What follows belongs to an exercise in optimizing a design on an open flow for small area, a short achievable clock period and few clock cycles per item; a production flow would make more cautious choices. RTL that was checked went through simulation tests only; none was proved equivalent to the original. Power figures rest on the tool's default switching activity, not on a simulated workload.

job 101:
// c1_ldpc_enc
module c1_ldpc_enc (
    input  wire        clk,
    input  wire        rst,         
    input  wire        in_valid,
    output wire        in_ready,
    input  wire [31:0] in_data,
    output wire        out_valid,
    input  wire        out_ready,
    output wire [31:0] out_data
);
For scale: ~2,700 cells after synthesis, roughly 1,100 flip-flops, ~70 I/O pins, roughly 38,000 um2 of cells after synthesis.
Settings: LEC_CHECK=0, CAP_MARGIN=20, CORE_MARGIN=2, CORE_UTILIZATION=55, PLACE_DENSITY=0.65, SLEW_MARGIN=20; clock period 10.0 ns.
standard.sh (not shown) runs the stock make flow with config.mk's settings and CLKGATE_MAP_FILE= SYNTH_SCRIPT=/design/flow/synth_recipe.tcl, a recipe that flattens the netlist after the stock synthesis.
==> flow/flow/run.sh <==
#!/bin/bash
set -euo pipefail
export BUFFER_PORTS_ARGS="-buffer_cell sky130_fd_sc_hd__buf_4"
export SETUP_SLACK_MARGIN=7.0
bash standard.sh > standard.log 2>&1
Testbench counts of job 101, summed over its fixed seeds: cycles 26,176, rows 48.
Input changes introduced in job 102 (baseline for comparison: job 101):
--- a/flow/design.v
+++ b/flow/design.v
@@ -29,14 +29,13 @@
     reg          sd;       
     reg  [3:0]   so, sw;   
     assign in_ready  = rdy;
     assign out_valid = ov;
     assign out_data  = oreg;
     wire in_fire = in_valid & rdy;
-    wire ldp     = st_out & match;
-    wire ld      = ldp & (~ov | out_ready);
+    wire ld      = st_out & match & (~ov | out_ready);
     wire [31:0] din;
     genvar gi;
     generate for (gi = 0; gi < 32; gi = gi + 1) begin : g_din
         assign din[gi] = in_data[31-gi];
     end endgenerate
     wire [31:0] wv0;
@@ -1380,23 +1379,16 @@
     end endgenerate
     wire       st_out_0 = rs ? 1'b0 : lastr ? 1'b1 : st_out;
     wire       st_out_n = st_out_0 & ~(ld & (ow == 5'd31));
     wire [8:0] wc_n     = rs ? 9'd0 : in_fire ? wc + 9'd1 : wc;
     wire [7:0] ic_n     = (rs | in_fire) ? 8'd0 : (wc != 9'd0) ? ic + 8'd1 : ic;
     wire       ov_n     = ~rst & (ld | (ov & ~out_ready));
-    wire       ow31     = (ow == 5'd31);
-    wire       ld_a     = ldp;
-    wire       ld_b     = ldp & ~ov;
-    wire       ov_a     = ldp;
-    wire       ov_b     = ldp | ov;
-    wire       icz      = (wc != 9'd0) ? (ic == 8'd255) : (ic == 8'd0);
-    wire       ra_f     = ~(st_out_0 & ~(ld_a & ow31)) & (wc != 9'd511) & ~((wc == 9'd510) & ov_a);
-    wire       rb_f     = ~(st_out_0 & ~(ld_b & ow31)) & (wc != 9'd511) & ~((wc == 9'd510) & ov_b);
-    wire       ra_i     = ~(st_out_0 & ~(ld_a & ow31)) & (rs | (wc == 9'd0) | icz) & ~(~rs & (wc == 9'd511) & ov_a);
-    wire       rb_i     = ~(st_out_0 & ~(ld_b & ow31)) & (rs | (wc == 9'd0) | icz) & ~(~rs & (wc == 9'd511) & ov_b);
-    wire       rdy_n    = ~rst & (out_ready ? (in_fire ? ra_f : ra_i) : (in_fire ? rb_f : rb_i));
+    wire       r_fire   = (wc != 9'd511) & ~((wc == 9'd510) & ov_n);
+    wire       r_idle   = (rs | (wc == 9'd0) | ((wc != 9'd0) ? (ic == 8'd255) : (ic == 8'd0)))
+                          & ~(~rs & (wc == 9'd511) & ov_n);
+    wire       rdy_n    = ~rst & ~st_out_n & (in_fire ? r_fire : r_idle);
     wire [7:0] os_n     = lastr ? 8'd0 : os + 8'd1;
     wire       rec_n    = (rs | lastr) ? 1'b0 : (st_out & (os[2:0] == 3'd7)) ? 1'b1 : rec;
     wire [4:0] owa      = (rs | lastr) ? 5'd0 : ow;
     wire [4:0] owb      = (rs | lastr) ? 5'd0 : ow + 5'd1;
     wire [4:0] ow_n     = ld ? owb : owa;
     wire       pass1_n  = st_out_0 & ~rec_n;
### Flow results
The sequential cell fraction of total power in job 102 sits 0.2 points below the value recorded for job 101. Final cell count without fillers came out exactly the same in job 102 and job 101. Job 102 against job 101: ratio of final minimum period to clock period +0.81 points, worst setup slack -0.081 ns, max-cap check violation count ~0 delta.
Only the layout flow was run in job 102; the RTL was not checked for function there.

afterwards: timing with drivers on the ports:
How much do the figures lean on ideal ports? The routed layouts below were timed once more, with nothing changed but the port constraints. Step 1, drivers: a clkbuf_16 drives clk and a buf_2 each remaining input, both assumed. Step 2 times the ports against the registers' clock, not the clock port: input delays grow and output delays shrink by t, the midpoint of the rising clock arrivals with the driver on. Three values: ideal ports, drivers, drivers and shift; two values: the first two.
| run | t (ns) | slack for setup (ns) | worst hold slack (ns) | worst register clock-pin slew, ns |
|---|---|---|---|---|
| job 101 | 0.735 | 6.774 / 6.707 / 6.466 | 0.295 / 0.295 / 0.295 | 0.08 / 0.08 |
| job 102 | 0.740 | 6.693 / 6.625 / 6.341 | 0.288 / 0.288 / 0.288 | 0.07 / 0.07 |
After both steps setup and hold are still met in every run listed. For job 102, which loses most, drivers alone change the setup slack by -0.068 ns; drivers and shift together by -0.352 ns.
